Source: an optimization exercise on an open RTL-to-GDS flow (aim: small area). Production flows keep margins and buffers that such runs may drop. The RTL was checked by simulation tests, not by an equivalence proof against the original design.

==> flow/design.v (outline; a module is shown in full before it is edited, if it fits) <==
// module mxfp4_block_dot: 838 lines
module mxfp4_block_dot (
    input  wire         clk,
    input  wire         rst,
    input  wire         in_valid,
    input  wire         in_first,
    input  wire         in_last,
    input  wire [127:0] in_a,       
    input  wire [127:0] in_b,
    input  wire [7:0]   in_sa,      
    input  wire [7:0]   in_sb,      
    output reg          out_valid,
    output wire [31:0]  out_d
);
  // ...
==> flow/flow/run.sh <==
#!/bin/bash
# Own layout flow: the standard layout (standard.sh, ORFS), with three
# changes:
#  - synthesis skips Yosys's generic "abc -fast" pre-mapping inside synth
#    (SYNTH_ARGS=-noabc), so extract_fa sees the design's full adders as
#    written;
#  - ABC's technology mapping runs flow/area.abc (&dch + &nf with area
#    recovery) instead of abc_area.script; flow/my_synth.tcl is the standard flow's
#    synth_recipe.tcl with only that change;
#  - port buffers are the smallest buffer cell (sky130_fd_sc_hd__buf_1)
#    instead of the one buffer_ports picks by default.
# Everything else (floorplan, power grid, taps, placement, CTS, routing) is
# the standard flow. Each step's full log is under orfs/logs/; make's own
# output goes to flow.log.
set -euo pipefail
here=$(pwd)
bash standard.sh "SYNTH_SCRIPT=$here/flow/my_synth.tcl" "SYNTH_ARGS=-noabc" \
    "BUFFER_PORTS_ARGS=-buffer_cell sky130_fd_sc_hd__buf_1" finish > flow.log 2>&1
==> flow/flow/area.abc <==
strash
&get -n
&dch
&nf -R 1000
&put
topo
==> flow/flow/my_synth.tcl <==
# The standard flow's synthesis script (synth_recipe.tcl, in the work folder) unchanged,
# except that ABC's technology mapping runs flow/area.abc in place of the
# flow's abc_area.script.
set my_flow_dir [file dirname [file normalize [info script]]]
set my_abc_script [file join $my_flow_dir area.abc]
proc abc {args} {
  set i [lsearch -exact $args -script]
  if { $i >= 0 } {
    lset args [expr { $i + 1 }] $::my_abc_script
  }
  yosys abc {*}$args
}
source [file join [file dirname $my_flow_dir] synth_recipe.tcl]
==> flow/standard.sh <==
#!/bin/bash
# synth_recipe.tcl (not shown) runs the flow's synth.tcl, then flattens the netlist and writes it again
# the make line also repeats each setting of config.mk as NAME=value (left out here)
make -C /OpenROAD-flow-scripts/flow DESIGN_CONFIG=/design/flow/config.mk WORK_HOME=/design/flow/orfs CLKGATE_MAP_FILE= SYNTH_SCRIPT=/design/flow/synth_recipe.tcl "${@:-finish}"
==> flow/config.mk <==
export PLATFORM = sky130hd
export DESIGN_NAME = mxfp4_block_dot
export DESIGN_NICKNAME = mxfp4_block_dot
export VERILOG_FILES = /design/flow/design.v
export SDC_FILE = /design/flow/constraint.sdc
export NUM_CORES = 4
export LEC_CHECK = 0
export ABC_AREA = 1
export CAP_MARGIN = 10
export CORE_MARGIN = 2
export CORE_UTILIZATION = 55
export SLEW_MARGIN = 10
==> flow/constraint.sdc <==
create_clock -name core_clock -period 35.0 [get_ports {clk}]
set_input_delay 7.0000 -clock core_clock [delete_from_list [all_inputs] [get_ports {clk}]]
set_output_delay 7.0000 -clock core_clock [all_outputs]
set_load 0.01 [all_outputs]
==> metrics.csv, run 1 <==
metric,value,unit
Synth Area in Adders,0.345,
mux share of post-synthesis cell area,0.0351,
max FFs per register,32,
DR WL met2,36000,um
gpl congestion,1.02,
"Hold-fix buffers, CTS",0,
#FFs+latches synth,60,
post-detail-place hpwl,67100,um
Inverters,63,
Seq cells,60,
Multi-input gate area,0.0214,mm^2
"count leader, synth",nand2_1,
Min-Delay Endpoint,out_valid,
critical path startpoint category,register,
antenna violations before repair,4,
register area share after synthesis,0.0527,
CLK BUF,10,
"leading cell type in the layout, fill and taps excluded",nand2_1,
"Period Utilization, post-route",0.949,
final setup fails,0,
Final ANT Viol Nets,0,
met2 Usage GRT,0.579,
DR pass1 iterations,11,
first-pass GRT wire length,121000,um
"Reg clk slew, reported paths",60,ps
CP top delay family,adder cells,
Largest regs,"acc: 32 flops, MBf: 12 flops, tb: 10 flops",
Mapped Cells,2967,
fmax,0.0301,GHz
inserted tap cell count,532,
CP required,35280,ps
normalized max-slew margin,0.201,
status,no timing/DRC/antenna violations,
cts repair resizes,0,
reg2reg setup slack,1800,ps
CTS Root Cell,clkbuf_16,
worst r2r src,s1_first,
Top class by area,multi-input gates,
met1 usage,0.474,
top cell type's share of synthesized area,0.286,
IO Count,310,
==> inputs of run 2 (changes only) <==
==> flow/design.v (replaced) <==
module mxfp4_block_dot (
    input  wire         clk,
    input  wire         rst,
    input  wire         in_valid,
    input  wire         in_first,
    input  wire         in_last,
    input  wire [127:0] in_a,       
    input  wire [127:0] in_b,
    input  wire [7:0]   in_sa,      
    input  wire [7:0]   in_sb,      
    output reg          out_valid,
    output wire [31:0]  out_d
);
    function [7:0] qsg;
        input [2:0] a;
        input [2:0] b;
        input       s;
        reg         na, nb, a0, a1, a2, b0, b1, b2, m0;
        reg   [4:0] sh;
        reg   [3:0] M;
        integer     c, k;
        begin
            na = a[2] | a[1];
            nb = b[2] | b[1];
            a0 = ~a[2];  a1 = a[2] & ~a[1];  a2 = a[2] & a[1];
            b0 = ~b[2];  b1 = b[2] & ~b[1];  b2 = b[2] & b[1];
            sh[0] = a0 & b0;
            sh[1] = (a0 & b1) | (a1 & b0);
            sh[2] = (a0 & b2) | (a1 & b1) | (a2 & b0);
            sh[3] = (a1 & b2) | (a2 & b1);
            sh[4] = a2 & b2;
            m0 = a[0] & b[0];
            M  = {na & nb & m0, na & nb & ~m0, (na & b[0]) ^ (a[0] & nb), m0} ^ {4{s}};
            for (c = 0; c < 8; c = c + 1) begin
                qsg[c] = 1'b0;
                for (k = 0; k < 5; k = k + 1)
                    if (c - k >= 0 && c - k <= 3)
                        qsg[c] = qsg[c] | (sh[k] & M[c - k]);
                    else
                        qsg[c] = qsg[c] | (sh[k] & s);
            end
        end
    endfunction
    function [32:0] rca;
        input [31:0] a;
        input [31:0] b;
        input        ci;
        reg          c;
        integer      j;
        begin
            c = ci;
            for (j = 0; j < 32; j = j + 1) begin
                rca[j] = a[j] ^ b[j] ^ c;
                c = (a[j] & b[j]) | (a[j] & c) | (b[j] & c);
            end
            rca[32] = c;
        end
    endfunction
    wire [31:0] sg;
    assign sg[0] = in_a[3] ^ in_b[3];
    wire [7:0] q0 = qsg(in_a[2:0], in_b[2:0], sg[0]);
    assign sg[1] = in_a[7] ^ in_b[7];
    wire [7:0] q1 = qsg(in_a[6:4], in_b[6:4], sg[1]);
    assign sg[2] = in_a[11] ^ in_b[11];
    wire [7:0] q2 = qsg(in_a[10:8], in_b[10:8], sg[2]);
    assign sg[3] = in_a[15] ^ in_b[15];
    wire [7:0] q3 = qsg(in_a[14:12], in_b[14:12], sg[3]);
    assign sg[4] = in_a[19] ^ in_b[19];
    wire [7:0] q4 = qsg(in_a[18:16], in_b[18:16], sg[4]);
    assign sg[5] = in_a[23] ^ in_b[23];
    wire [7:0] q5 = qsg(in_a[22:20], in_b[22:20], sg[5]);
    assign sg[6] = in_a[27] ^ in_b[27];
    wire [7:0] q6 = qsg(in_a[26:24], in_b[26:24], sg[6]);
    assign sg[7] = in_a[31] ^ in_b[31];
    wire [7:0] q7 = qsg(in_a[30:28], in_b[30:28], sg[7]);
    assign sg[8] = in_a[35] ^ in_b[35];
    wire [7:0] q8 = qsg(in_a[34:32], in_b[34:32], sg[8]);
    assign sg[9] = in_a[39] ^ in_b[39];
    wire [7:0] q9 = qsg(in_a[38:36], in_b[38:36], sg[9]);
    assign sg[10] = in_a[43] ^ in_b[43];
    wire [7:0] q10 = qsg(in_a[42:40], in_b[42:40], sg[10]);
    assign sg[11] = in_a[47] ^ in_b[47];
    wire [7:0] q11 = qsg(in_a[46:44], in_b[46:44], sg[11]);
    assign sg[12] = in_a[51] ^ in_b[51];
    wire [7:0] q12 = qsg(in_a[50:48], in_b[50:48], sg[12]);
    assign sg[13] = in_a[55] ^ in_b[55];
    wire [7:0] q13 = qsg(in_a[54:52], in_b[54:52], sg[13]);
    assign sg[14] = in_a[59] ^ in_b[59];
    wire [7:0] q14 = qsg(in_a[58:56], in_b[58:56], sg[14]);
    assign sg[15] = in_a[63] ^ in_b[63];
    wire [7:0] q15 = qsg(in_a[62:60], in_b[62:60], sg[15]);
    assign sg[16] = in_a[67] ^ in_b[67];
    wire [7:0] q16 = qsg(in_a[66:64], in_b[66:64], sg[16]);
    assign sg[17] = in_a[71] ^ in_b[71];
    wire [7:0] q17 = qsg(in_a[70:68], in_b[70:68], sg[17]);
    assign sg[18] = in_a[75] ^ in_b[75];
    wire [7:0] q18 = qsg(in_a[74:72], in_b[74:72], sg[18]);
    assign sg[19] = in_a[79] ^ in_b[79];
    wire [7:0] q19 = qsg(in_a[78:76], in_b[78:76], sg[19]);
    assign sg[20] = in_a[83] ^ in_b[83];
    wire [7:0] q20 = qsg(in_a[82:80], in_b[82:80], sg[20]);
    assign sg[21] = in_a[87] ^ in_b[87];
    wire [7:0] q21 = qsg(in_a[86:84], in_b[86:84], sg[21]);
    assign sg[22] = in_a[91] ^ in_b[91];
    wire [7:0] q22 = qsg(in_a[90:88], in_b[90:88], sg[22]);
    assign sg[23] = in_a[95] ^ in_b[95];
    wire [7:0] q23 = qsg(in_a[94:92], in_b[94:92], sg[23]);
    assign sg[24] = in_a[99] ^ in_b[99];
    wire [7:0] q24 = qsg(in_a[98:96], in_b[98:96], sg[24]);
    assign sg[25] = in_a[103] ^ in_b[103];
    wire [7:0] q25 = qsg(in_a[102:100], in_b[102:100], sg[25]);
    assign sg[26] = in_a[107] ^ in_b[107];
    wire [7:0] q26 = qsg(in_a[106:104], in_b[106:104], sg[26]);
    assign sg[27] = in_a[111] ^ in_b[111];
    wire [7:0] q27 = qsg(in_a[110:108], in_b[110:108], sg[27]);
    assign sg[28] = in_a[115] ^ in_b[115];
    wire [7:0] q28 = qsg(in_a[114:112], in_b[114:112], sg[28]);
    assign sg[29] = in_a[119] ^ in_b[119];
    wire [7:0] q29 = qsg(in_a[118:116], in_b[118:116], sg[29]);
    assign sg[30] = in_a[123] ^ in_b[123];
    wire [7:0] q30 = qsg(in_a[122:120], in_b[122:120], sg[30]);
    assign sg[31] = in_a[127] ^ in_b[127];
    wire [7:0] q31 = qsg(in_a[126:124], in_b[126:124], sg[31]);
    wire [13:0] blk_sum;
    wire ts1 = sg[0] ^ sg[1] ^ sg[2];
    wire tc2 = (sg[0] & sg[1]) | (sg[0] & sg[2]) | (sg[1] & sg[2]);
    wire ts3 = sg[3] ^ sg[4] ^ sg[5];
    wire tc4 = (sg[3] & sg[4]) | (sg[3] & sg[5]) | (sg[4] & sg[5]);
    wire ts5 = sg[6] ^ sg[7] ^ sg[8];
    wire tc6 = (sg[6] & sg[7]) | (sg[6] & sg[8]) | (sg[7] & sg[8]);
    wire ts7 = sg[9] ^ sg[10] ^ sg[11];
    wire tc8 = (sg[9] & sg[10]) | (sg[9] & sg[11]) | (sg[10] & sg[11]);
    wire ts9 = sg[12] ^ sg[13] ^ sg[14];
    wire tc10 = (sg[12] & sg[13]) | (sg[12] & sg[14]) | (sg[13] & sg[14]);
    wire ts11 = sg[15] ^ sg[16] ^ sg[17];
    wire tc12 = (sg[15] & sg[16]) | (sg[15] & sg[17]) | (sg[16] & sg[17]);
    wire ts13 = sg[18] ^ sg[19] ^ sg[20];
    wire tc14 = (sg[18] & sg[19]) | (sg[18] & sg[20]) | (sg[19] & sg[20]);
    wire ts15 = sg[21] ^ sg[22] ^ sg[23];
    wire tc16 = (sg[21] & sg[22]) | (sg[21] & sg[23]) | (sg[22] & sg[23]);
    wire ts17 = sg[24] ^ sg[25] ^ sg[26];
    wire tc18 = (sg[24] & sg[25]) | (sg[24] & sg[26]) | (sg[25] & sg[26]);
    wire ts19 = sg[27] ^ sg[28] ^ sg[29];
    wire tc20 = (sg[27] & sg[28]) | (sg[27] & sg[29]) | (sg[28] & sg[29]);
    wire ts21 = ts1 ^ ts3 ^ ts5;
    wire tc22 = (ts1 & ts3) | (ts1 & ts5) | (ts3 & ts5);
    wire ts23 = ts7 ^ ts9 ^ ts11;
    wire tc24 = (ts7 & ts9) | (ts7 & ts11) | (ts9 & ts11);
    wire ts25 = ts13 ^ ts15 ^ ts17;
    wire tc26 = (ts13 & ts15) | (ts13 & ts17) | (ts15 & ts17);
    wire ts27 = ts19 ^ sg[30] ^ sg[31];
    wire tc28 = (ts19 & sg[30]) | (ts19 & sg[31]) | (sg[30] & sg[31]);
    wire ts29 = tc2 ^ tc4 ^ tc6;
    wire tc30 = (tc2 & tc4) | (tc2 & tc6) | (tc4 & tc6);
    wire ts31 = tc8 ^ tc10 ^ tc12;
    wire tc32 = (tc8 & tc10) | (tc8 & tc12) | (tc10 & tc12);
    wire ts33 = tc14 ^ tc16 ^ tc18;
    wire tc34 = (tc14 & tc16) | (tc14 & tc18) | (tc16 & tc18);
    wire ts35 = ts21 ^ ts23 ^ ts25;
    wire tc36 = (ts21 & ts23) | (ts21 & ts25) | (ts23 & ts25);
    wire ts37 = tc22 ^ tc24 ^ tc26;
    wire tc38 = (tc22 & tc24) | (tc22 & tc26) | (tc24 & tc26);
    wire ts39 = tc28 ^ ts29 ^ ts31;
    wire tc40 = (tc28 & ts29) | (tc28 & ts31) | (ts29 & ts31);
    wire ts41 = tc30 ^ tc32 ^ tc34;
    wire tc42 = (tc30 & tc32) | (tc30 & tc34) | (tc32 & tc34);
    wire ts43 = tc36 ^ ts37 ^ ts39;
    wire tc44 = (tc36 & ts37) | (tc36 & ts39) | (ts37 & ts39);
    wire ts45 = tc38 ^ tc40 ^ ts41;
    wire tc46 = (tc38 & tc40) | (tc38 & ts41) | (tc40 & ts41);
    wire ts47 = ts43 ^ ts33 ^ tc20;
    wire tc48 = (ts43 & ts33) | (ts43 & tc20) | (ts33 & tc20);
    wire ts49 = tc48 ^ tc44 ^ ts45;
    wire tc50 = (tc48 & tc44) | (tc48 & ts45) | (tc44 & ts45);
    wire ts51 = tc50 ^ tc46 ^ tc42;
    wire tc52 = (tc50 & tc46) | (tc50 & tc42) | (tc46 & tc42);
    wire ts53 = ts35 ^ ts27;
    wire tc54 = ts35 & ts27;
    wire ts55 = ts47 ^ tc54;
    wire tc56 = ts47 & tc54;
    wire ts57 = ts49 ^ tc56;
    wire tc58 = ts49 & tc56;
    wire ts59 = ts51 ^ tc58;
    wire tc60 = ts51 & tc58;
    wire ts61 = tc52 ^ tc60;
    wire tc62 = tc52 & tc60;
    wire [5:0] nneg = {tc62, ts61, ts59, ts57, ts55, ts53};
    wire ts63 = q0[0] ^ q1[0] ^ q2[0];
    wire tc64 = (q0[0] & q1[0]) | (q0[0] & q2[0]) | (q1[0] & q2[0]);
    wire ts65 = q3[0] ^ q4[0] ^ q5[0];
    wire tc66 = (q3[0] & q4[0]) | (q3[0] & q5[0]) | (q4[0] & q5[0]);
    wire ts67 = q6[0] ^ q7[0] ^ q8[0];
    wire tc68 = (q6[0] & q7[0]) | (q6[0] & q8[0]) | (q7[0] & q8[0]);
    wire ts69 = q9[0] ^ q10[0] ^ q11[0];
    wire tc70 = (q9[0] & q10[0]) | (q9[0] & q11[0]) | (q10[0] & q11[0]);
    wire ts71 = q12[0] ^ q13[0] ^ q14[0];
    wire tc72 = (q12[0] & q13[0]) | (q12[0] & q14[0]) | (q13[0] & q14[0]);
    wire ts73 = q15[0] ^ q16[0] ^ q17[0];
    wire tc74 = (q15[0] & q16[0]) | (q15[0] & q17[0]) | (q16[0] & q17[0]);
    wire ts75 = q18[0] ^ q19[0] ^ q20[0];
    wire tc76 = (q18[0] & q19[0]) | (q18[0] & q20[0]) | (q19[0] & q20[0]);
    wire ts77 = q21[0] ^ q22[0] ^ q23[0];
    wire tc78 = (q21[0] & q22[0]) | (q21[0] & q23[0]) | (q22[0] & q23[0]);
    wire ts79 = q24[0] ^ q25[0] ^ q26[0];
    wire tc80 = (q24[0] & q25[0]) | (q24[0] & q26[0]) | (q25[0] & q26[0]);
    wire ts81 = q27[0] ^ q28[0] ^ q29[0];
    wire tc82 = (q27[0] & q28[0]) | (q27[0] & q29[0]) | (q28[0] & q29[0]);
    wire ts83 = q30[0] ^ q31[0] ^ nneg[0];
    wire tc84 = (q30[0] & q31[0]) | (q30[0] & nneg[0]) | (q31[0] & nneg[0]);
    wire ts85 = q0[1] ^ q1[1] ^ q2[1];
    wire tc86 = (q0[1] & q1[1]) | (q0[1] & q2[1]) | (q1[1] & q2[1]);
    wire ts87 = q3[1] ^ q4[1] ^ q5[1];
    wire tc88 = (q3[1] & q4[1]) | (q3[1] & q5[1]) | (q4[1] & q5[1]);
    wire ts89 = q6[1] ^ q7[1] ^ q8[1];
    wire tc90 = (q6[1] & q7[1]) | (q6[1] & q8[1]) | (q7[1] & q8[1]);
    wire ts91 = q9[1] ^ q10[1] ^ q11[1];
    wire tc92 = (q9[1] & q10[1]) | (q9[1] & q11[1]) | (q10[1] & q11[1]);
    wire ts93 = q12[1] ^ q13[1] ^ q14[1];
    wire tc94 = (q12[1] & q13[1]) | (q12[1] & q14[1]) | (q13[1] & q14[1]);
    wire ts95 = q15[1] ^ q16[1] ^ q17[1];
    wire tc96 = (q15[1] & q16[1]) | (q15[1] & q17[1]) | (q16[1] & q17[1]);
    wire ts97 = q18[1] ^ q19[1] ^ q20[1];
    wire tc98 = (q18[1] & q19[1]) | (q18[1] & q20[1]) | (q19[1] & q20[1]);
    wire ts99 = q21[1] ^ q22[1] ^ q23[1];
    wire tc100 = (q21[1] & q22[1]) | (q21[1] & q23[1]) | (q22[1] & q23[1]);
    wire ts101 = q24[1] ^ q25[1] ^ q26[1];
    wire tc102 = (q24[1] & q25[1]) | (q24[1] & q26[1]) | (q25[1] & q26[1]);
    wire ts103 = q27[1] ^ q28[1] ^ q29[1];
    wire tc104 = (q27[1] & q28[1]) | (q27[1] & q29[1]) | (q28[1] & q29[1]);
    wire ts105 = q30[1] ^ q31[1] ^ nneg[1];
    wire tc106 = (q30[1] & q31[1]) | (q30[1] & nneg[1]) | (q31[1] & nneg[1]);
    wire ts107 = q0[2] ^ q1[2] ^ q2[2];
    wire tc108 = (q0[2] & q1[2]) | (q0[2] & q2[2]) | (q1[2] & q2[2]);
    wire ts109 = q3[2] ^ q4[2] ^ q5[2];
    wire tc110 = (q3[2] & q4[2]) | (q3[2] & q5[2]) | (q4[2] & q5[2]);
    wire ts111 = q6[2] ^ q7[2] ^ q8[2];
    wire tc112 = (q6[2] & q7[2]) | (q6[2] & q8[2]) | (q7[2] & q8[2]);
    wire ts113 = q9[2] ^ q10[2] ^ q11[2];
    wire tc114 = (q9[2] & q10[2]) | (q9[2] & q11[2]) | (q10[2] & q11[2]);
    wire ts115 = q12[2] ^ q13[2] ^ q14[2];
    wire tc116 = (q12[2] & q13[2]) | (q12[2] & q14[2]) | (q13[2] & q14[2]);
    wire ts117 = q15[2] ^ q16[2] ^ q17[2];
    wire tc118 = (q15[2] & q16[2]) | (q15[2] & q17[2]) | (q16[2] & q17[2]);
    wire ts119 = q18[2] ^ q19[2] ^ q20[2];
    wire tc120 = (q18[2] & q19[2]) | (q18[2] & q20[2]) | (q19[2] & q20[2]);
    wire ts121 = q21[2] ^ q22[2] ^ q23[2];
    wire tc122 = (q21[2] & q22[2]) | (q21[2] & q23[2]) | (q22[2] & q23[2]);
    wire ts123 = q24[2] ^ q25[2] ^ q26[2];
    wire tc124 = (q24[2] & q25[2]) | (q24[2] & q26[2]) | (q25[2] & q26[2]);
    wire ts125 = q27[2] ^ q28[2] ^ q29[2];
    wire tc126 = (q27[2] & q28[2]) | (q27[2] & q29[2]) | (q28[2] & q29[2]);
    wire ts127 = q30[2] ^ q31[2] ^ nneg[2];
    wire tc128 = (q30[2] & q31[2]) | (q30[2] & nneg[2]) | (q31[2] & nneg[2]);
    wire ts129 = q0[3] ^ q1[3] ^ q2[3];
    wire tc130 = (q0[3] & q1[3]) | (q0[3] & q2[3]) | (q1[3] & q2[3]);
    wire ts131 = q3[3] ^ q4[3] ^ q5[3];
    wire tc132 = (q3[3] & q4[3]) | (q3[3] & q5[3]) | (q4[3] & q5[3]);
    wire ts133 = q6[3] ^ q7[3] ^ q8[3];
    wire tc134 = (q6[3] & q7[3]) | (q6[3] & q8[3]) | (q7[3] & q8[3]);
    wire ts135 = q9[3] ^ q10[3] ^ q11[3];
    wire tc136 = (q9[3] & q10[3]) | (q9[3] & q11[3]) | (q10[3] & q11[3]);
    wire ts137 = q12[3] ^ q13[3] ^ q14[3];
    wire tc138 = (q12[3] & q13[3]) | (q12[3] & q14[3]) | (q13[3] & q14[3]);
    wire ts139 = q15[3] ^ q16[3] ^ q17[3];
    wire tc140 = (q15[3] & q16[3]) | (q15[3] & q17[3]) | (q16[3] & q17[3]);
    wire ts141 = q18[3] ^ q19[3] ^ q20[3];
    wire tc142 = (q18[3] & q19[3]) | (q18[3] & q20[3]) | (q19[3] & q20[3]);
    wire ts143 = q21[3] ^ q22[3] ^ q23[3];
    wire tc144 = (q21[3] & q22[3]) | (q21[3] & q23[3]) | (q22[3] & q23[3]);
    wire ts145 = q24[3] ^ q25[3] ^ q26[3];
    wire tc146 = (q24[3] & q25[3]) | (q24[3] & q26[3]) | (q25[3] & q26[3]);
    wire ts147 = q27[3] ^ q28[3] ^ q29[3];
    wire tc148 = (q27[3] & q28[3]) | (q27[3] & q29[3]) | (q28[3] & q29[3]);
    wire ts149 = q30[3] ^ q31[3] ^ nneg[3];
    wire tc150 = (q30[3] & q31[3]) | (q30[3] & nneg[3]) | (q31[3] & nneg[3]);
    wire ts151 = q0[4] ^ q1[4] ^ q2[4];
    wire tc152 = (q0[4] & q1[4]) | (q0[4] & q2[4]) | (q1[4] & q2[4]);
    wire ts153 = q3[4] ^ q4[4] ^ q5[4];
    wire tc154 = (q3[4] & q4[4]) | (q3[4] & q5[4]) | (q4[4] & q5[4]);
    wire ts155 = q6[4] ^ q7[4] ^ q8[4];
    wire tc156 = (q6[4] & q7[4]) | (q6[4] & q8[4]) | (q7[4] & q8[4]);
    wire ts157 = q9[4] ^ q10[4] ^ q11[4];
    wire tc158 = (q9[4] & q10[4]) | (q9[4] & q11[4]) | (q10[4] & q11[4]);
    wire ts159 = q12[4] ^ q13[4] ^ q14[4];
    wire tc160 = (q12[4] & q13[4]) | (q12[4] & q14[4]) | (q13[4] & q14[4]);
    wire ts161 = q15[4] ^ q16[4] ^ q17[4];
    wire tc162 = (q15[4] & q16[4]) | (q15[4] & q17[4]) | (q16[4] & q17[4]);
    wire ts163 = q18[4] ^ q19[4] ^ q20[4];
    wire tc164 = (q18[4] & q19[4]) | (q18[4] & q20[4]) | (q19[4] & q20[4]);
    wire ts165 = q21[4] ^ q22[4] ^ q23[4];
    wire tc166 = (q21[4] & q22[4]) | (q21[4] & q23[4]) | (q22[4] & q23[4]);
    wire ts167 = q24[4] ^ q25[4] ^ q26[4];
    wire tc168 = (q24[4] & q25[4]) | (q24[4] & q26[4]) | (q25[4] & q26[4]);
    wire ts169 = q27[4] ^ q28[4] ^ q29[4];
    wire tc170 = (q27[4] & q28[4]) | (q27[4] & q29[4]) | (q28[4] & q29[4]);
    wire ts171 = q30[4] ^ q31[4] ^ nneg[4];
    wire tc172 = (q30[4] & q31[4]) | (q30[4] & nneg[4]) | (q31[4] & nneg[4]);
    wire ts173 = q0[5] ^ q1[5] ^ q2[5];
    wire tc174 = (q0[5] & q1[5]) | (q0[5] & q2[5]) | (q1[5] & q2[5]);
    wire ts175 = q3[5] ^ q4[5] ^ q5[5];
    wire tc176 = (q3[5] & q4[5]) | (q3[5] & q5[5]) | (q4[5] & q5[5]);
    wire ts177 = q6[5] ^ q7[5] ^ q8[5];
    wire tc178 = (q6[5] & q7[5]) | (q6[5] & q8[5]) | (q7[5] & q8[5]);
    wire ts179 = q9[5] ^ q10[5] ^ q11[5];
    wire tc180 = (q9[5] & q10[5]) | (q9[5] & q11[5]) | (q10[5] & q11[5]);
    wire ts181 = q12[5] ^ q13[5] ^ q14[5];
    wire tc182 = (q12[5] & q13[5]) | (q12[5] & q14[5]) | (q13[5] & q14[5]);
    wire ts183 = q15[5] ^ q16[5] ^ q17[5];
    wire tc184 = (q15[5] & q16[5]) | (q15[5] & q17[5]) | (q16[5] & q17[5]);
    wire ts185 = q18[5] ^ q19[5] ^ q20[5];
    wire tc186 = (q18[5] & q19[5]) | (q18[5] & q20[5]) | (q19[5] & q20[5]);
    wire ts187 = q21[5] ^ q22[5] ^ q23[5];
    wire tc188 = (q21[5] & q22[5]) | (q21[5] & q23[5]) | (q22[5] & q23[5]);
    wire ts189 = q24[5] ^ q25[5] ^ q26[5];
    wire tc190 = (q24[5] & q25[5]) | (q24[5] & q26[5]) | (q25[5] & q26[5]);
    wire ts191 = q27[5] ^ q28[5] ^ q29[5];
    wire tc192 = (q27[5] & q28[5]) | (q27[5] & q29[5]) | (q28[5] & q29[5]);
    wire ts193 = q30[5] ^ q31[5] ^ nneg[5];
    wire tc194 = (q30[5] & q31[5]) | (q30[5] & nneg[5]) | (q31[5] & nneg[5]);
    wire ts195 = q0[6] ^ q1[6] ^ q2[6];
    wire tc196 = (q0[6] & q1[6]) | (q0[6] & q2[6]) | (q1[6] & q2[6]);
    wire ts197 = q3[6] ^ q4[6] ^ q5[6];
    wire tc198 = (q3[6] & q4[6]) | (q3[6] & q5[6]) | (q4[6] & q5[6]);
    wire ts199 = q6[6] ^ q7[6] ^ q8[6];
    wire tc200 = (q6[6] & q7[6]) | (q6[6] & q8[6]) | (q7[6] & q8[6]);
    wire ts201 = q9[6] ^ q10[6] ^ q11[6];
    wire tc202 = (q9[6] & q10[6]) | (q9[6] & q11[6]) | (q10[6] & q11[6]);
    wire ts203 = q12[6] ^ q13[6] ^ q14[6];
    wire tc204 = (q12[6] & q13[6]) | (q12[6] & q14[6]) | (q13[6] & q14[6]);
    wire ts205 = q15[6] ^ q16[6] ^ q17[6];
    wire tc206 = (q15[6] & q16[6]) | (q15[6] & q17[6]) | (q16[6] & q17[6]);
    wire ts207 = q18[6] ^ q19[6] ^ q20[6];
    wire tc208 = (q18[6] & q19[6]) | (q18[6] & q20[6]) | (q19[6] & q20[6]);
    wire ts209 = q21[6] ^ q22[6] ^ q23[6];
    wire tc210 = (q21[6] & q22[6]) | (q21[6] & q23[6]) | (q22[6] & q23[6]);
    wire ts211 = q24[6] ^ q25[6] ^ q26[6];
    wire tc212 = (q24[6] & q25[6]) | (q24[6] & q26[6]) | (q25[6] & q26[6]);
    wire ts213 = q27[6] ^ q28[6] ^ q29[6];
    wire tc214 = (q27[6] & q28[6]) | (q27[6] & q29[6]) | (q28[6] & q29[6]);
    wire ts215 = q0[7] ^ q1[7] ^ q2[7];
    wire tc216 = (q0[7] & q1[7]) | (q0[7] & q2[7]) | (q1[7] & q2[7]);
    wire ts217 = q3[7] ^ q4[7] ^ q5[7];
    wire tc218 = (q3[7] & q4[7]) | (q3[7] & q5[7]) | (q4[7] & q5[7]);
    wire ts219 = q6[7] ^ q7[7] ^ q8[7];
    wire tc220 = (q6[7] & q7[7]) | (q6[7] & q8[7]) | (q7[7] & q8[7]);
    wire ts221 = q9[7] ^ q10[7] ^ q11[7];
    wire tc222 = (q9[7] & q10[7]) | (q9[7] & q11[7]) | (q10[7] & q11[7]);
    wire ts223 = q12[7] ^ q13[7] ^ q14[7];
    wire tc224 = (q12[7] & q13[7]) | (q12[7] & q14[7]) | (q13[7] & q14[7]);
    wire ts225 = q15[7] ^ q16[7] ^ q17[7];
    wire tc226 = (q15[7] & q16[7]) | (q15[7] & q17[7]) | (q16[7] & q17[7]);
    wire ts227 = q18[7] ^ q19[7] ^ q20[7];
    wire tc228 = (q18[7] & q19[7]) | (q18[7] & q20[7]) | (q19[7] & q20[7]);
    wire ts229 = q21[7] ^ q22[7] ^ q23[7];
    wire tc230 = (q21[7] & q22[7]) | (q21[7] & q23[7]) | (q22[7] & q23[7]);
    wire ts231 = q24[7] ^ q25[7] ^ q26[7];
    wire tc232 = (q24[7] & q25[7]) | (q24[7] & q26[7]) | (q25[7] & q26[7]);
    wire ts233 = q27[7] ^ q28[7] ^ q29[7];
    wire tc234 = (q27[7] & q28[7]) | (q27[7] & q29[7]) | (q28[7] & q29[7]);
    wire ts235 = ts63 ^ ts65 ^ ts67;
    wire tc236 = (ts63 & ts65) | (ts63 & ts67) | (ts65 & ts67);
    wire ts237 = ts69 ^ ts71 ^ ts73;
    wire tc238 = (ts69 & ts71) | (ts69 & ts73) | (ts71 & ts73);
    wire ts239 = ts75 ^ ts77 ^ ts79;
    wire tc240 = (ts75 & ts77) | (ts75 & ts79) | (ts77 & ts79);
    wire ts241 = tc64 ^ tc66 ^ tc68;
    wire tc242 = (tc64 & tc66) | (tc64 & tc68) | (tc66 & tc68);
    wire ts243 = tc70 ^ tc72 ^ tc74;
    wire tc244 = (tc70 & tc72) | (tc70 & tc74) | (tc72 & tc74);
    wire ts245 = tc76 ^ tc78 ^ tc80;
    wire tc246 = (tc76 & tc78) | (tc76 & tc80) | (tc78 & tc80);
    wire ts247 = tc82 ^ tc84 ^ ts85;
    wire tc248 = (tc82 & tc84) | (tc82 & ts85) | (tc84 & ts85);
    wire ts249 = ts87 ^ ts89 ^ ts91;
    wire tc250 = (ts87 & ts89) | (ts87 & ts91) | (ts89 & ts91);
    wire ts251 = ts93 ^ ts95 ^ ts97;
    wire tc252 = (ts93 & ts95) | (ts93 & ts97) | (ts95 & ts97);
    wire ts253 = ts99 ^ ts101 ^ ts103;
    wire tc254 = (ts99 & ts101) | (ts99 & ts103) | (ts101 & ts103);
    wire ts255 = tc86 ^ tc88 ^ tc90;
    wire tc256 = (tc86 & tc88) | (tc86 & tc90) | (tc88 & tc90);
    wire ts257 = tc92 ^ tc94 ^ tc96;
    wire tc258 = (tc92 & tc94) | (tc92 & tc96) | (tc94 & tc96);
    wire ts259 = tc98 ^ tc100 ^ tc102;
    wire tc260 = (tc98 & tc100) | (tc98 & tc102) | (tc100 & tc102);
    wire ts261 = tc104 ^ tc106 ^ ts107;
    wire tc262 = (tc104 & tc106) | (tc104 & ts107) | (tc106 & ts107);
    wire ts263 = ts109 ^ ts111 ^ ts113;
    wire tc264 = (ts109 & ts111) | (ts109 & ts113) | (ts111 & ts113);
    wire ts265 = ts115 ^ ts117 ^ ts119;
    wire tc266 = (ts115 & ts117) | (ts115 & ts119) | (ts117 & ts119);
    wire ts267 = ts121 ^ ts123 ^ ts125;
    wire tc268 = (ts121 & ts123) | (ts121 & ts125) | (ts123 & ts125);
    wire ts269 = tc108 ^ tc110 ^ tc112;
    wire tc270 = (tc108 & tc110) | (tc108 & tc112) | (tc110 & tc112);
    wire ts271 = tc114 ^ tc116 ^ tc118;
    wire tc272 = (tc114 & tc116) | (tc114 & tc118) | (tc116 & tc118);
    wire ts273 = tc120 ^ tc122 ^ tc124;
    wire tc274 = (tc120 & tc122) | (tc120 & tc124) | (tc122 & tc124);
    wire ts275 = tc126 ^ tc128 ^ ts129;
    wire tc276 = (tc126 & tc128) | (tc126 & ts129) | (tc128 & ts129);
    wire ts277 = ts131 ^ ts133 ^ ts135;
    wire tc278 = (ts131 & ts133) | (ts131 & ts135) | (ts133 & ts135);
    wire ts279 = ts137 ^ ts139 ^ ts141;
    wire tc280 = (ts137 & ts139) | (ts137 & ts141) | (ts139 & ts141);
    wire ts281 = ts143 ^ ts145 ^ ts147;
    wire tc282 = (ts143 & ts145) | (ts143 & ts147) | (ts145 & ts147);
    wire ts283 = tc130 ^ tc132 ^ tc134;
    wire tc284 = (tc130 & tc132) | (tc130 & tc134) | (tc132 & tc134);
    wire ts285 = tc136 ^ tc138 ^ tc140;
    wire tc286 = (tc136 & tc138) | (tc136 & tc140) | (tc138 & tc140);
    wire ts287 = tc142 ^ tc144 ^ tc146;
    wire tc288 = (tc142 & tc144) | (tc142 & tc146) | (tc144 & tc146);
    wire ts289 = tc148 ^ tc150 ^ ts151;
    wire tc290 = (tc148 & tc150) | (tc148 & ts151) | (tc150 & ts151);
    wire ts291 = ts153 ^ ts155 ^ ts157;
    wire tc292 = (ts153 & ts155) | (ts153 & ts157) | (ts155 & ts157);
    wire ts293 = ts159 ^ ts161 ^ ts163;
    wire tc294 = (ts159 & ts161) | (ts159 & ts163) | (ts161 & ts163);
    wire ts295 = ts165 ^ ts167 ^ ts169;
    wire tc296 = (ts165 & ts167) | (ts165 & ts169) | (ts167 & ts169);
    wire ts297 = tc152 ^ tc154 ^ tc156;
    wire tc298 = (tc152 & tc154) | (tc152 & tc156) | (tc154 & tc156);
    wire ts299 = tc158 ^ tc160 ^ tc162;
    wire tc300 = (tc158 & tc160) | (tc158 & tc162) | (tc160 & tc162);
    wire ts301 = tc164 ^ tc166 ^ tc168;
    wire tc302 = (tc164 & tc166) | (tc164 & tc168) | (tc166 & tc168);
    wire ts303 = tc170 ^ tc172 ^ ts173;
    wire tc304 = (tc170 & tc172) | (tc170 & ts173) | (tc172 & ts173);
    wire ts305 = ts175 ^ ts177 ^ ts179;
    wire tc306 = (ts175 & ts177) | (ts175 & ts179) | (ts177 & ts179);
    wire ts307 = ts181 ^ ts183 ^ ts185;
    wire tc308 = (ts181 & ts183) | (ts181 & ts185) | (ts183 & ts185);
    wire ts309 = ts187 ^ ts189 ^ ts191;
    wire tc310 = (ts187 & ts189) | (ts187 & ts191) | (ts189 & ts191);
    wire ts311 = tc174 ^ tc176 ^ tc178;
    wire tc312 = (tc174 & tc176) | (tc174 & tc178) | (tc176 & tc178);
    wire ts313 = tc180 ^ tc182 ^ tc184;
    wire tc314 = (tc180 & tc182) | (tc180 & tc184) | (tc182 & tc184);
    wire ts315 = tc186 ^ tc188 ^ tc190;
    wire tc316 = (tc186 & tc188) | (tc186 & tc190) | (tc188 & tc190);
    wire ts317 = tc192 ^ tc194 ^ ts195;
    wire tc318 = (tc192 & tc194) | (tc192 & ts195) | (tc194 & ts195);
    wire ts319 = ts197 ^ ts199 ^ ts201;
    wire tc320 = (ts197 & ts199) | (ts197 & ts201) | (ts199 & ts201);
    wire ts321 = ts203 ^ ts205 ^ ts207;
    wire tc322 = (ts203 & ts205) | (ts203 & ts207) | (ts205 & ts207);
    wire ts323 = ts209 ^ ts211 ^ ts213;
    wire tc324 = (ts209 & ts211) | (ts209 & ts213) | (ts211 & ts213);
    wire ts325 = tc196 ^ tc198 ^ tc200;
    wire tc326 = (tc196 & tc198) | (tc196 & tc200) | (tc198 & tc200);
    wire ts327 = tc202 ^ tc204 ^ tc206;
    wire tc328 = (tc202 & tc204) | (tc202 & tc206) | (tc204 & tc206);
    wire ts329 = tc208 ^ tc210 ^ tc212;
    wire tc330 = (tc208 & tc210) | (tc208 & tc212) | (tc210 & tc212);
    wire ts331 = tc214 ^ ts215 ^ ts217;
    wire tc332 = (tc214 & ts215) | (tc214 & ts217) | (ts215 & ts217);
    wire ts333 = ts219 ^ ts221 ^ ts223;
    wire tc334 = (ts219 & ts221) | (ts219 & ts223) | (ts221 & ts223);
    wire ts335 = ts225 ^ ts227 ^ ts229;
    wire tc336 = (ts225 & ts227) | (ts225 & ts229) | (ts227 & ts229);
    wire ts337 = ts231 ^ ts233 ^ q30[7];
    wire tc338 = (ts231 & ts233) | (ts231 & q30[7]) | (ts233 & q30[7]);
    wire ts339 = tc216 ^ tc218 ^ tc220;
    wire tc340 = (tc216 & tc218) | (tc216 & tc220) | (tc218 & tc220);
    wire ts341 = tc222 ^ tc224 ^ tc226;
    wire tc342 = (tc222 & tc224) | (tc222 & tc226) | (tc224 & tc226);
    wire ts343 = tc228 ^ tc230 ^ tc232;
    wire tc344 = (tc228 & tc230) | (tc228 & tc232) | (tc230 & tc232);
    wire ts345 = tc234 ^ ~nneg[0] ^ 1'b1;
    wire tc346 = (tc234 & ~nneg[0]) | (tc234 & 1'b1) | (~nneg[0] & 1'b1);
    wire ts347 = ts235 ^ ts237 ^ ts239;
    wire tc348 = (ts235 & ts237) | (ts235 & ts239) | (ts237 & ts239);
    wire ts349 = tc236 ^ tc238 ^ tc240;
    wire tc350 = (tc236 & tc238) | (tc236 & tc240) | (tc238 & tc240);
    wire ts351 = ts241 ^ ts243 ^ ts245;
    wire tc352 = (ts241 & ts243) | (ts241 & ts245) | (ts243 & ts245);
    wire ts353 = ts247 ^ ts249 ^ ts251;
    wire tc354 = (ts247 & ts249) | (ts247 & ts251) | (ts249 & ts251);
    wire ts355 = tc242 ^ tc244 ^ tc246;
    wire tc356 = (tc242 & tc244) | (tc242 & tc246) | (tc244 & tc246);
    wire ts357 = tc248 ^ tc250 ^ tc252;
    wire tc358 = (tc248 & tc250) | (tc248 & tc252) | (tc250 & tc252);
    wire ts359 = tc254 ^ ts255 ^ ts257;
    wire tc360 = (tc254 & ts255) | (tc254 & ts257) | (ts255 & ts257);
    wire ts361 = ts259 ^ ts261 ^ ts263;
    wire tc362 = (ts259 & ts261) | (ts259 & ts263) | (ts261 & ts263);
    wire ts363 = ts265 ^ ts267 ^ ts127;
    wire tc364 = (ts265 & ts267) | (ts265 & ts127) | (ts267 & ts127);
    wire ts365 = tc256 ^ tc258 ^ tc260;
    wire tc366 = (tc256 & tc258) | (tc256 & tc260) | (tc258 & tc260);
    wire ts367 = tc262 ^ tc264 ^ tc266;
    wire tc368 = (tc262 & tc264) | (tc262 & tc266) | (tc264 & tc266);
    wire ts369 = tc268 ^ ts269 ^ ts271;
    wire tc370 = (tc268 & ts269) | (tc268 & ts271) | (ts269 & ts271);
    wire ts371 = ts273 ^ ts275 ^ ts277;
    wire tc372 = (ts273 & ts275) | (ts273 & ts277) | (ts275 & ts277);
    wire ts373 = ts279 ^ ts281 ^ ts149;
    wire tc374 = (ts279 & ts281) | (ts279 & ts149) | (ts281 & ts149);
    wire ts375 = tc270 ^ tc272 ^ tc274;
    wire tc376 = (tc270 & tc272) | (tc270 & tc274) | (tc272 & tc274);
    wire ts377 = tc276 ^ tc278 ^ tc280;
    wire tc378 = (tc276 & tc278) | (tc276 & tc280) | (tc278 & tc280);
    wire ts379 = tc282 ^ ts283 ^ ts285;
    wire tc380 = (tc282 & ts283) | (tc282 & ts285) | (ts283 & ts285);
    wire ts381 = ts287 ^ ts289 ^ ts291;
    wire tc382 = (ts287 & ts289) | (ts287 & ts291) | (ts289 & ts291);
    wire ts383 = ts293 ^ ts295 ^ ts171;
    wire tc384 = (ts293 & ts295) | (ts293 & ts171) | (ts295 & ts171);
    wire ts385 = tc284 ^ tc286 ^ tc288;
    wire tc386 = (tc284 & tc286) | (tc284 & tc288) | (tc286 & tc288);
    wire ts387 = tc290 ^ tc292 ^ tc294;
    wire tc388 = (tc290 & tc292) | (tc290 & tc294) | (tc292 & tc294);
    wire ts389 = tc296 ^ ts297 ^ ts299;
    wire tc390 = (tc296 & ts297) | (tc296 & ts299) | (ts297 & ts299);
    wire ts391 = ts301 ^ ts303 ^ ts305;
    wire tc392 = (ts301 & ts303) | (ts301 & ts305) | (ts303 & ts305);
    wire ts393 = ts307 ^ ts309 ^ ts193;
    wire tc394 = (ts307 & ts309) | (ts307 & ts193) | (ts309 & ts193);
    wire ts395 = tc298 ^ tc300 ^ tc302;
    wire tc396 = (tc298 & tc300) | (tc298 & tc302) | (tc300 & tc302);
    wire ts397 = tc304 ^ tc306 ^ tc308;
    wire tc398 = (tc304 & tc306) | (tc304 & tc308) | (tc306 & tc308);
    wire ts399 = tc310 ^ ts311 ^ ts313;
    wire tc400 = (tc310 & ts311) | (tc310 & ts313) | (ts311 & ts313);
    wire ts401 = ts315 ^ ts317 ^ ts319;
    wire tc402 = (ts315 & ts317) | (ts315 & ts319) | (ts317 & ts319);
    wire ts403 = ts321 ^ ts323 ^ q30[6];
    wire tc404 = (ts321 & ts323) | (ts321 & q30[6]) | (ts323 & q30[6]);
    wire ts405 = tc312 ^ tc314 ^ tc316;
    wire tc406 = (tc312 & tc314) | (tc312 & tc316) | (tc314 & tc316);
    wire ts407 = tc318 ^ tc320 ^ tc322;
    wire tc408 = (tc318 & tc320) | (tc318 & tc322) | (tc320 & tc322);
    wire ts409 = tc324 ^ ts325 ^ ts327;
    wire tc410 = (tc324 & ts325) | (tc324 & ts327) | (ts325 & ts327);
    wire ts411 = ts329 ^ ts331 ^ ts333;
    wire tc412 = (ts329 & ts331) | (ts329 & ts333) | (ts331 & ts333);
    wire ts413 = ts335 ^ ts337 ^ q31[7];
    wire tc414 = (ts335 & ts337) | (ts335 & q31[7]) | (ts337 & q31[7]);
    wire ts415 = tc326 ^ tc328 ^ tc330;
    wire tc416 = (tc326 & tc328) | (tc326 & tc330) | (tc328 & tc330);
    wire ts417 = tc332 ^ tc334 ^ tc336;
    wire tc418 = (tc332 & tc334) | (tc332 & tc336) | (tc334 & tc336);
    wire ts419 = tc338 ^ ts339 ^ ts341;
    wire tc420 = (tc338 & ts339) | (tc338 & ts341) | (ts339 & ts341);
    wire ts421 = tc340 ^ tc342 ^ tc344;
    wire tc422 = (tc340 & tc342) | (tc340 & tc344) | (tc342 & tc344);
    wire ts423 = ts347 ^ ts81 ^ ts83;
    wire tc424 = (ts347 & ts81) | (ts347 & ts83) | (ts81 & ts83);
    wire ts425 = tc348 ^ ts349 ^ ts351;
    wire tc426 = (tc348 & ts349) | (tc348 & ts351) | (ts349 & ts351);
    wire ts427 = ts353 ^ ts253 ^ ts105;
    wire tc428 = (ts353 & ts253) | (ts353 & ts105) | (ts253 & ts105);
    wire ts429 = tc350 ^ tc352 ^ tc354;
    wire tc430 = (tc350 & tc352) | (tc350 & tc354) | (tc352 & tc354);
    wire ts431 = ts355 ^ ts357 ^ ts359;
    wire tc432 = (ts355 & ts357) | (ts355 & ts359) | (ts357 & ts359);
    wire ts433 = tc356 ^ tc358 ^ tc360;
    wire tc434 = (tc356 & tc358) | (tc356 & tc360) | (tc358 & tc360);
    wire ts435 = tc362 ^ tc364 ^ ts365;
    wire tc436 = (tc362 & tc364) | (tc362 & ts365) | (tc364 & ts365);
    wire ts437 = ts367 ^ ts369 ^ ts371;
    wire tc438 = (ts367 & ts369) | (ts367 & ts371) | (ts369 & ts371);
    wire ts439 = tc366 ^ tc368 ^ tc370;
    wire tc440 = (tc366 & tc368) | (tc366 & tc370) | (tc368 & tc370);
    wire ts441 = tc372 ^ tc374 ^ ts375;
    wire tc442 = (tc372 & tc374) | (tc372 & ts375) | (tc374 & ts375);
    wire ts443 = ts377 ^ ts379 ^ ts381;
    wire tc444 = (ts377 & ts379) | (ts377 & ts381) | (ts379 & ts381);
    wire ts445 = tc376 ^ tc378 ^ tc380;
    wire tc446 = (tc376 & tc378) | (tc376 & tc380) | (tc378 & tc380);
    wire ts447 = tc382 ^ tc384 ^ ts385;
    wire tc448 = (tc382 & tc384) | (tc382 & ts385) | (tc384 & ts385);
    wire ts449 = ts387 ^ ts389 ^ ts391;
    wire tc450 = (ts387 & ts389) | (ts387 & ts391) | (ts389 & ts391);
    wire ts451 = tc386 ^ tc388 ^ tc390;
    wire tc452 = (tc386 & tc388) | (tc386 & tc390) | (tc388 & tc390);
    wire ts453 = tc392 ^ tc394 ^ ts395;
    wire tc454 = (tc392 & tc394) | (tc392 & ts395) | (tc394 & ts395);
    wire ts455 = ts397 ^ ts399 ^ ts401;
    wire tc456 = (ts397 & ts399) | (ts397 & ts401) | (ts399 & ts401);
    wire ts457 = tc396 ^ tc398 ^ tc400;
    wire tc458 = (tc396 & tc398) | (tc396 & tc400) | (tc398 & tc400);
    wire ts459 = tc402 ^ tc404 ^ ts405;
    wire tc460 = (tc402 & tc404) | (tc402 & ts405) | (tc404 & ts405);
    wire ts461 = ts407 ^ ts409 ^ ts411;
    wire tc462 = (ts407 & ts409) | (ts407 & ts411) | (ts409 & ts411);
    wire ts463 = tc406 ^ tc408 ^ tc410;
    wire tc464 = (tc406 & tc408) | (tc406 & tc410) | (tc408 & tc410);
    wire ts465 = tc412 ^ tc414 ^ ts415;
    wire tc466 = (tc412 & tc414) | (tc412 & ts415) | (tc414 & ts415);
    wire ts467 = ts417 ^ ts419 ^ ts343;
    wire tc468 = (ts417 & ts419) | (ts417 & ts343) | (ts419 & ts343);
    wire ts469 = tc416 ^ tc418 ^ tc420;
    wire tc470 = (tc416 & tc418) | (tc416 & tc420) | (tc418 & tc420);
    wire ts471 = ts421 ^ tc346 ^ ~nneg[1];
    wire tc472 = (ts421 & tc346) | (ts421 & ~nneg[1]) | (tc346 & ~nneg[1]);
    wire ts473 = tc424 ^ ts425 ^ ts427;
    wire tc474 = (tc424 & ts425) | (tc424 & ts427) | (ts425 & ts427);
    wire ts475 = tc426 ^ tc428 ^ ts429;
    wire tc476 = (tc426 & tc428) | (tc426 & ts429) | (tc428 & ts429);
    wire ts477 = ts431 ^ ts361 ^ ts363;
    wire tc478 = (ts431 & ts361) | (ts431 & ts363) | (ts361 & ts363);
    wire ts479 = tc430 ^ tc432 ^ ts433;
    wire tc480 = (tc430 & tc432) | (tc430 & ts433) | (tc432 & ts433);
    wire ts481 = ts435 ^ ts437 ^ ts373;
    wire tc482 = (ts435 & ts437) | (ts435 & ts373) | (ts437 & ts373);
    wire ts483 = tc434 ^ tc436 ^ tc438;
    wire tc484 = (tc434 & tc436) | (tc434 & tc438) | (tc436 & tc438);
    wire ts485 = ts439 ^ ts441 ^ ts443;
    wire tc486 = (ts439 & ts441) | (ts439 & ts443) | (ts441 & ts443);
    wire ts487 = tc440 ^ tc442 ^ tc444;
    wire tc488 = (tc440 & tc442) | (tc440 & tc444) | (tc442 & tc444);
    wire ts489 = ts445 ^ ts447 ^ ts449;
    wire tc490 = (ts445 & ts447) | (ts445 & ts449) | (ts447 & ts449);
    wire ts491 = tc446 ^ tc448 ^ tc450;
    wire tc492 = (tc446 & tc448) | (tc446 & tc450) | (tc448 & tc450);
    wire ts493 = ts451 ^ ts453 ^ ts455;
    wire tc494 = (ts451 & ts453) | (ts451 & ts455) | (ts453 & ts455);
    wire ts495 = tc452 ^ tc454 ^ tc456;
    wire tc496 = (tc452 & tc454) | (tc452 & tc456) | (tc454 & tc456);
    wire ts497 = ts457 ^ ts459 ^ ts461;
    wire tc498 = (ts457 & ts459) | (ts457 & ts461) | (ts459 & ts461);
    wire ts499 = tc458 ^ tc460 ^ tc462;
    wire tc500 = (tc458 & tc460) | (tc458 & tc462) | (tc460 & tc462);
    wire ts501 = ts463 ^ ts465 ^ ts467;
    wire tc502 = (ts463 & ts465) | (ts463 & ts467) | (ts465 & ts467);
    wire ts503 = tc464 ^ tc466 ^ tc468;
    wire tc504 = (tc464 & tc466) | (tc464 & tc468) | (tc466 & tc468);
    wire ts505 = tc470 ^ tc472 ^ tc422;
    wire tc506 = (tc470 & tc472) | (tc470 & tc422) | (tc472 & tc422);
    wire ts507 = tc474 ^ ts475 ^ ts477;
    wire tc508 = (tc474 & ts475) | (tc474 & ts477) | (ts475 & ts477);
    wire ts509 = tc476 ^ tc478 ^ ts479;
    wire tc510 = (tc476 & tc478) | (tc476 & ts479) | (tc478 & ts479);
    wire ts511 = tc480 ^ tc482 ^ ts483;
    wire tc512 = (tc480 & tc482) | (tc480 & ts483) | (tc482 & ts483);
    wire ts513 = tc484 ^ tc486 ^ ts487;
    wire tc514 = (tc484 & tc486) | (tc484 & ts487) | (tc486 & ts487);
    wire ts515 = tc488 ^ tc490 ^ ts491;
    wire tc516 = (tc488 & tc490) | (tc488 & ts491) | (tc490 & ts491);
    wire ts517 = ts493 ^ ts403 ^ q31[6];
    wire tc518 = (ts493 & ts403) | (ts493 & q31[6]) | (ts403 & q31[6]);
    wire ts519 = tc492 ^ tc494 ^ ts495;
    wire tc520 = (tc492 & tc494) | (tc492 & ts495) | (tc494 & ts495);
    wire ts521 = tc496 ^ tc498 ^ ts499;
    wire tc522 = (tc496 & tc498) | (tc496 & ts499) | (tc498 & ts499);
    wire ts523 = tc500 ^ tc502 ^ ts503;
    wire tc524 = (tc500 & tc502) | (tc500 & ts503) | (tc502 & ts503);
    wire ts525 = tc504 ^ ts505 ^ ~nneg[2];
    wire tc526 = (tc504 & ts505) | (tc504 & ~nneg[2]) | (ts505 & ~nneg[2]);
    wire ts527 = tc508 ^ ts509 ^ ts481;
    wire tc528 = (tc508 & ts509) | (tc508 & ts481) | (ts509 & ts481);
    wire ts529 = tc510 ^ ts511 ^ ts485;
    wire tc530 = (tc510 & ts511) | (tc510 & ts485) | (ts511 & ts485);
    wire ts531 = tc512 ^ ts513 ^ ts489;
    wire tc532 = (tc512 & ts513) | (tc512 & ts489) | (ts513 & ts489);
    wire ts533 = tc514 ^ ts515 ^ ts517;
    wire tc534 = (tc514 & ts515) | (tc514 & ts517) | (ts515 & ts517);
    wire ts535 = tc516 ^ tc518 ^ ts519;
    wire tc536 = (tc516 & tc518) | (tc516 & ts519) | (tc518 & ts519);
    wire ts537 = tc520 ^ ts521 ^ ts501;
    wire tc538 = (tc520 & ts521) | (tc520 & ts501) | (ts521 & ts501);
    wire ts539 = tc522 ^ ts523 ^ ts469;
    wire tc540 = (tc522 & ts523) | (tc522 & ts469) | (ts523 & ts469);
    wire ts541 = tc526 ^ tc506 ^ ~nneg[3];
    wire tc542 = (tc526 & tc506) | (tc526 & ~nneg[3]) | (tc506 & ~nneg[3]);
    wire ts543 = tc528 ^ ts529 ^ ts383;
    wire tc544 = (tc528 & ts529) | (tc528 & ts383) | (ts529 & ts383);
    wire ts545 = tc530 ^ ts531 ^ ts393;
    wire tc546 = (tc530 & ts531) | (tc530 & ts393) | (ts531 & ts393);
    wire ts547 = tc534 ^ ts535 ^ ts497;
    wire tc548 = (tc534 & ts535) | (tc534 & ts497) | (ts535 & ts497);
    wire ts549 = tc536 ^ ts537 ^ ts345;
    wire tc550 = (tc536 & ts537) | (tc536 & ts345) | (ts537 & ts345);
    wire ts551 = tc538 ^ ts539 ^ ts471;
    wire tc552 = (tc538 & ts539) | (tc538 & ts471) | (ts539 & ts471);
    wire ts553 = tc540 ^ tc524 ^ ts525;
    wire tc554 = (tc540 & tc524) | (tc540 & ts525) | (tc524 & ts525);
    wire ts555 = tc546 ^ tc532 ^ ts533;
    wire tc556 = (tc546 & tc532) | (tc546 & ts533) | (tc532 & ts533);
    wire ts557 = tc556 ^ ts547 ^ ts413;
    wire tc558 = (tc556 & ts547) | (tc556 & ts413) | (ts547 & ts413);
    wire ts559 = tc558 ^ tc548 ^ ts549;
    wire tc560 = (tc558 & tc548) | (tc558 & ts549) | (tc548 & ts549);
    wire ts561 = tc560 ^ tc550 ^ ts551;
    wire tc562 = (tc560 & tc550) | (tc560 & ts551) | (tc550 & ts551);
    wire ts563 = tc562 ^ tc552 ^ ts553;
    wire tc564 = (tc562 & tc552) | (tc562 & ts553) | (tc552 & ts553);
    wire ts565 = tc564 ^ tc554 ^ ts541;
    wire tc566 = (tc564 & tc554) | (tc564 & ts541) | (tc554 & ts541);
    wire ts567 = tc566 ^ tc542 ^ ~nneg[4];
    wire tc568 = (tc566 & tc542) | (tc566 & ~nneg[4]) | (tc542 & ~nneg[4]);
    wire ts569 = tc544 ^ ts545;
    wire tc570 = tc544 & ts545;
    wire ts571 = ts555 ^ tc570;
    wire tc572 = ts555 & tc570;
    wire ts573 = ts557 ^ tc572;
    wire tc574 = ts557 & tc572;
    wire ts575 = ts559 ^ tc574;
    wire tc576 = ts559 & tc574;
    wire ts577 = ts561 ^ tc576;
    wire tc578 = ts561 & tc576;
    wire ts579 = ts563 ^ tc578;
    wire tc580 = ts563 & tc578;
    wire ts581 = ts565 ^ tc580;
    wire tc582 = ts565 & tc580;
    wire ts583 = ts567 ^ tc582;
    wire tc584 = ts567 & tc582;
    wire ts585 = tc568 ^ ~nneg[5] ^ tc584;
    assign blk_sum = {ts585, ts583, ts581, ts579, ts577, ts575, ts573, ts571, ts569, ts543, ts527, ts507, ts473, ts423};
    integer i;
    wire        sB0   = blk_sum[13];
    wire        zB0   = ~|blk_sum;
    wire [32:0] mbu_r = rca({19'd0, blk_sum[12:0] ^ {13{sB0}}}, 32'd0, sB0);
    wire [12:0] MBu   = mbu_r[12:0];
    reg  [3:0]  lzb;
    always @(*) begin
        lzb = 4'd13;
        for (i = 0; i < 13; i = i + 1)
            if (MBu[i]) lzb = 4'd12 - i[3:0];
    end
    wire [12:0] MBn0  = MBu << lzb;
    wire [32:0] es_r  = rca({24'd0, in_sa}, {24'd0, in_sb}, 1'b0);
    wire [32:0] tl_r  = rca({23'd0, es_r[8:0]}, {28'hFFFFFFF, ~lzb}, 1'b1);
    wire [32:0] tb_r  = rca(tl_r[31:0], {22'h3FFFFF, 10'h38B}, 1'b0);
    reg         s1_first, s1_lastv, s1_nan, sB, zeroB;
    reg  [11:0] MBf;
    reg  [9:0]  tb;
    always @(posedge clk) begin
        s1_first <= in_valid & in_first;
        s1_lastv <= in_valid & in_last & ~rst;
        s1_nan   <= in_valid & ((&in_sa) | (&in_sb));
        sB       <= sB0;
        zeroB    <= zB0 | ~in_valid;
        MBf      <= MBn0[11:0] & {12{in_valid}};
        tb       <= tb_r[9:0];
    end
    wire [12:0] MBn = {~zeroB, MBf};
    reg  [31:0] acc;
    wire [31:0] a_op  = s1_first ? 32'd0 : acc;
    wire        sA    = a_op[31];
    wire [7:0]  ea    = a_op[30:23];
    wire        a_nrm = |ea;
    wire        a_inf = &ea;
    wire [23:0] MA    = {a_nrm, a_op[22:0]};
    wire [7:0]  ta    = {ea[7:1], ea[0] | ~a_nrm};    
    wire        a_nan = &a_op[30:22];
    wire [32:0] d_r  = rca({24'd0, ta}, {{22{~tb[9]}}, ~tb}, 1'b0);
    wire [10:0] D    = d_r[10:0];
    wire        Dneg = D[10];
    wire        eq   = &D;
    wire [32:0] c_r  = rca({19'd0, MBn}, {19'd0, ~MA[23:11]}, 1'b0);
    wire        bgt  = c_r[13];                           
    wire        bigA = ~Dneg | (eq & ~bgt) | zeroB | a_inf;
    wire [10:0] shx  = D ^ {11{Dneg}};
    wire [4:0]  sh   = shx[4:0] | {5{a_inf | (|shx[10:5])}};
    wire [23:0] big  = bigA ? MA : {MBn, 11'd0};
    wire [26:0] sm0  = ~bigA ? {MA, 3'd0} : Dneg ? {MBn, 14'd0} : {1'b0, MBn, 13'd0};
    wire [26:0] sm1 = sh[0] ? {1'd0,  sm0[26:2],  |sm0[1:0]}  : sm0;
    wire [26:0] sm2 = sh[1] ? {2'd0,  sm1[26:3],  |sm1[2:0]}  : sm1;
    wire [26:0] sm3 = sh[2] ? {4'd0,  sm2[26:5],  |sm2[4:0]}  : sm2;
    wire [26:0] sm4 = sh[3] ? {8'd0,  sm3[26:9],  |sm3[8:0]}  : sm3;
    wire [26:0] sal = sh[4] ? {16'd0, sm4[26:17], |sm4[16:0]} : sm4;
    wire        sub  = sA ^ sB;
    wire        sbig = bigA ? sA : sB;
    wire [32:0] r_r  = rca({5'd0, big, 3'd0}, {4'd0, {1'b0, sal} ^ {28{sub}}}, sub);
    wire        neg  = sub & r_r[27];
    wire [27:0] V    = r_r[27:0] ^ {28{neg}};
    reg  [4:0]  L0;
    always @(*) begin
        L0 = 5'd28;
        for (i = 0; i < 28; i = i + 1)
            if (V[i]) L0 = 5'd27 - i[4:0];
    end
    wire        zeroV = ~|V;
    wire [9:0]  tbig  = bigA ? {2'd0, ta} : tb;
    wire [32:0] l_r   = rca({22'd0, tbig}, {27'h7FFFFFF, ~L0}, 1'b0);
    wire        clamp = l_r[10] | zeroV;                  
    wire [4:0]  Lp    = clamp ? tbig[4:0] : L0;
    wire [27:0] N     = V << Lp;
    wire        inc_pos = N[3] & (N[2] | N[1] | N[0] | N[4]);
    wire        n21     = N[2] & N[1];
    wire        inc_neg = (N[3] & n21) | ((N[3] ^ n21) & (~n21 | N[4]));
    wire        inc     = neg ? inc_neg : inc_pos;
    wire [32:0] m_r     = rca({8'd0, N[27:4]}, 32'd0, inc);
    wire [24:0] mant    = m_r[24:0];
    wire [32:0] x_r     = rca({22'd0, l_r[9:0] & {10{~clamp}}}, {30'd0, mant[24:23]}, ~clamp);
    wire [9:0]  ex      = x_r[9:0];
    wire        ovf     = (|ex[9:8]) | (&ex[7:0]);
    wire        nanf  = s1_nan | a_nan;
    wire        frc   = ovf | a_inf | nanf;
    wire        zres  = ~|mant;
    wire        sgn   = (a_inf ? sA : (sbig ^ neg) & ~zres) & ~nanf;
    wire [31:0] res   = frc ? {sgn, 8'hFF, nanf, 22'd0} : {sgn, ex[7:0], mant[22:0]};
    always @(posedge clk) begin
        if (rst)
            out_valid <= 1'b0;
        else
            out_valid <= s1_lastv;
        acc <= res;
    end
    assign out_d = acc;
endmodule
==> flow/flow/run.sh (replaced) <==
#!/bin/bash
# Own layout flow: the standard layout (standard.sh, ORFS), with four
# changes:
#  - synthesis skips Yosys's generic "abc -fast" pre-mapping inside synth
#    (SYNTH_ARGS=-noabc), so extract_fa sees the design's full adders as
#    written;
#  - ABC's technology mapping runs flow/area.abc (&dch + &nf with area
#    recovery) instead of abc_area.script; flow/my_synth.tcl is the standard flow's
#    synth_recipe.tcl with only that change;
#  - port buffers are the smallest buffer cell (sky130_fd_sc_hd__buf_1)
#    instead of the one buffer_ports picks by default;
#  - clock tree synthesis builds the tree from clkbuf_4 cells (clkbuf_8 at
#    the root) instead of clkbuf_16, without dummy loads.
# Everything else (floorplan, power grid, taps, placement, CTS, routing) is
# the standard flow. Each step's full log is under orfs/logs/; make's own
# output goes to flow.log.
set -euo pipefail
here=$(pwd)
bash standard.sh "SYNTH_SCRIPT=$here/flow/my_synth.tcl" "SYNTH_ARGS=-noabc" \
    "BUFFER_PORTS_ARGS=-buffer_cell sky130_fd_sc_hd__buf_1" \
    "CTS_ARGS=-sink_clustering_enable -repair_clock_nets -dont_use_dummy_load -buf_list sky130_fd_sc_hd__clkbuf_4 -root_buf sky130_fd_sc_hd__clkbuf_8" \
    finish > flow.log 2>&1
==> metrics.csv, run 2 <==
metric,value,unit,change
fmax,0.0303,GHz,was 0.0301 GHz
"Reg clk slew, reported paths",60,ps,about the same
Routed wire per std cell,20.0,um,was 20.2 um
fraction of layout cells with a size suffix above 1,0.0169,,was 0.0192
Buffers on Ports,309,,unchanged
"Period Utilization, post-route",0.943,,was 0.949
first-pass GRT wire length,120000,um,was 121000 um
worst path bufs/invs,7,,was 10
IO Count,310,,unchanged
Worst Setup End Kind,register,,unchanged
GRT Util Overall,0.348,,was 0.353
post-DR vias/cell,6.33,,was 6.37
DR DRC count,0,,unchanged
"leading cell type in the layout, fill and taps excluded",nand2_1,,unchanged
CP most frequent cell,ha_1,,unchanged
"Distinct cells, synth",46,,was 47
Final ANT Viol Nets,0,,unchanged
Num CTS Buffers,9,,unchanged
top cell type's share of synthesized area,0.287,,was 0.286
largest area contributor in the netlist,fa_1,,unchanged
max FFs per register,32,,unchanged
DRT met1 WL,30000,um,was 31700 um
total congestion overflow,0,,unchanged
CTS Root Cell,clkbuf_8,,was clkbuf_16
type of the most critical hold path,reg2reg,,unchanged
normalized max-slew margin,0.186,,was 0.201
Crit path largest cell delay,520,ps,about the same
setup tns final,0,ps,unchanged
max cap viols,0,,unchanged
DR pass1 iterations,12,,was 11
Core Region,0.0408,mm^2,unchanged
CP required,35290,ps,was 35280 ps
final hold slack,450,ps,was 444 ps
antenna violations before repair,1,,was 4
Commonest cells post-synth,"nand2_1, fa_1, o21ai_0",,unchanged
P&R area growth vs syn,10.0,%,was 10.9%
Syn Nets,3647,,was 3678
gpl congestion,1.04,,was 1.02
Max Fanout on Critical Path,35,,was 88
"commonest non-fill, non-tap cells in the layout","nand2_1, fa_1, buf_1",,unchanged
WP data arrival,33280,ps,was 33480 ps
register area share after synthesis,0.0529,,was 0.0527
"top cells by area, synth","fa_1, nand2_1, o21ai_0, dfxtp_1, ha_1",,"was fa_1, nand2_1, o21ai_0, ha_1, dfxtp_1"
"Net count, final",4000,,was 4031
Top Layer Used,met4,,unchanged
final wirelength,76800,um,was 77800 um
post-detail-place hpwl,66800,um,was 67100 um
Worst Tran Pin Value,1210,ps,was 1200 ps
Syn. warnings,1,,unchanged
clock tree from TritonCTS,done,,unchanged
Max Root-Sink Buffers,2,,unchanged
final setup fails,0,,unchanged
"count leader, synth",nand2_1,,unchanged
CP top delay family,adder cells,,unchanged
Slew Limit Fails,0,,unchanged
Final Hold Fails,0,,unchanged
"Async S/R FF share, synth",0,,unchanged
DIE HEIGHT,207,um,was 208 um
#FFs+latches synth,60,,unchanged
status,no timing/DRC/antenna violations,,unchanged
crit path kind,reg2reg,,unchanged
clk_skew,20.0,ps,was 8.60 ps
Die Wd,207,um,was 208 um
Mapped Cells,2953,,was 2967
critical path startpoint category,register,,unchanged
DR WL met2,38400,um,was 36000 um
reg2reg setup slack,2010,ps,was 1800 ps
Largest regs,"acc: 32 flops, MBf: 12 flops, tb: 10 flops",,unchanged
[run 2: cell types whose count changed in the layout (fill, tap and decap cells not counted), sizes merged, moves of 10 or more]
cell,previous run,this run
nand2b,92,125
xnor2,98,114
nor2b,16,5
ha,108,91
nand2,651,622
a21oi,134,124
[run 2: worst paths after layout]
check,cells past startpoint,to,start
max,137,acc[14],s1_first
min reg2reg,1,out_valid,s1_lastv
max reg2reg,137,acc[14],s1_first
min,1,out_valid,s1_lastv
[run 2: logic make-up (layout without fill, tap and decap cells)]
kind of cell	count (synthesis)	in the layout	synth area share
simple gates	1333	1334	0.259
compound gates	809	809	0.231
fa+ha+maj	417	417	0.338
xor+xnor	184	184	0.0710
mux	84	84	0.0382
buf+inv	66	416	0.0109
flops	60	60	0.0529
other cells	0	1	0
[run 2: routing by layer]
| layer | track usage | vias up |
|---|---|---|
| met3 | 0.0244 | 192 |
| met1 | 0.422 | 11534 |
| met4 | 0.175 | 0 |
| li1 | - | 11467 |
| met5 | 0 | - |
| met2 | 0.623 | 1081 |
[run 2: timing repair]
action / in CTS / in global routing
setup buffers: 0 / 7
hold buffers: 0 / 0
gates resized for setup: 0 / 10
endpoints found under the setup margin: 0 / 31
[run 2: final cells by class]
class	count	area, um^2
repair buffers	341	1400
flip-flops and latches	60	1200
well taps	532	666
inverters	66	255
multi-input cells	2828	21300
diodes	1	2.50
fillers	3737	15800
clock buffers	9	124
[run 2: metrics by stage]
stage | instances | area [um^2] | util | setup slack [ps]
final | 3837 | 25000 | 0.612 | 2010
after global routing | 3836 | 25000 | 0.612 | 29.3
after CTS | 3828 | 24900 | 0.609 | 958
after detailed placement | 3819 | 24800 | 0.606 | 1000
after global placement | 3819 | 24800 | 0.606 | 1700
after floorplan | 2953 | 22700 | - | 189

port drivers added, routing unchanged:
How much do the figures lean on ideal ports? The routed layouts below were timed once more, with nothing changed but the port constraints. Step 1 (the two cells are an assumption about what drives the block):
set clk [get_ports {clk}]
set_driving_cell -lib_cell sky130_fd_sc_hd__clkbuf_16 $clk
set_driving_cell -lib_cell sky130_fd_sc_hd__buf_2 [delete_from_list [all_inputs] $clk]
Step 2 adds t to the input delays and takes it off the output delays; t is the mean of the earliest and latest rising clock arrival at the registers after step 1. Input paths then give back, and output paths get back, about the clock's delay inside the block. Three values: no drivers, after step 1, after step 2; two values: the first two.
run	t, ns	slack for setup (ns)	worst register clock-pin slew, ns	pins driven straight from the clock port
run 1	0.388	1.800 / 1.800 / 1.800	0.06 / 0.06	1
run 2	0.401	2.010 / 2.010 / 2.010	0.07 / 0.07	1
After both steps every run listed still meets setup and hold.
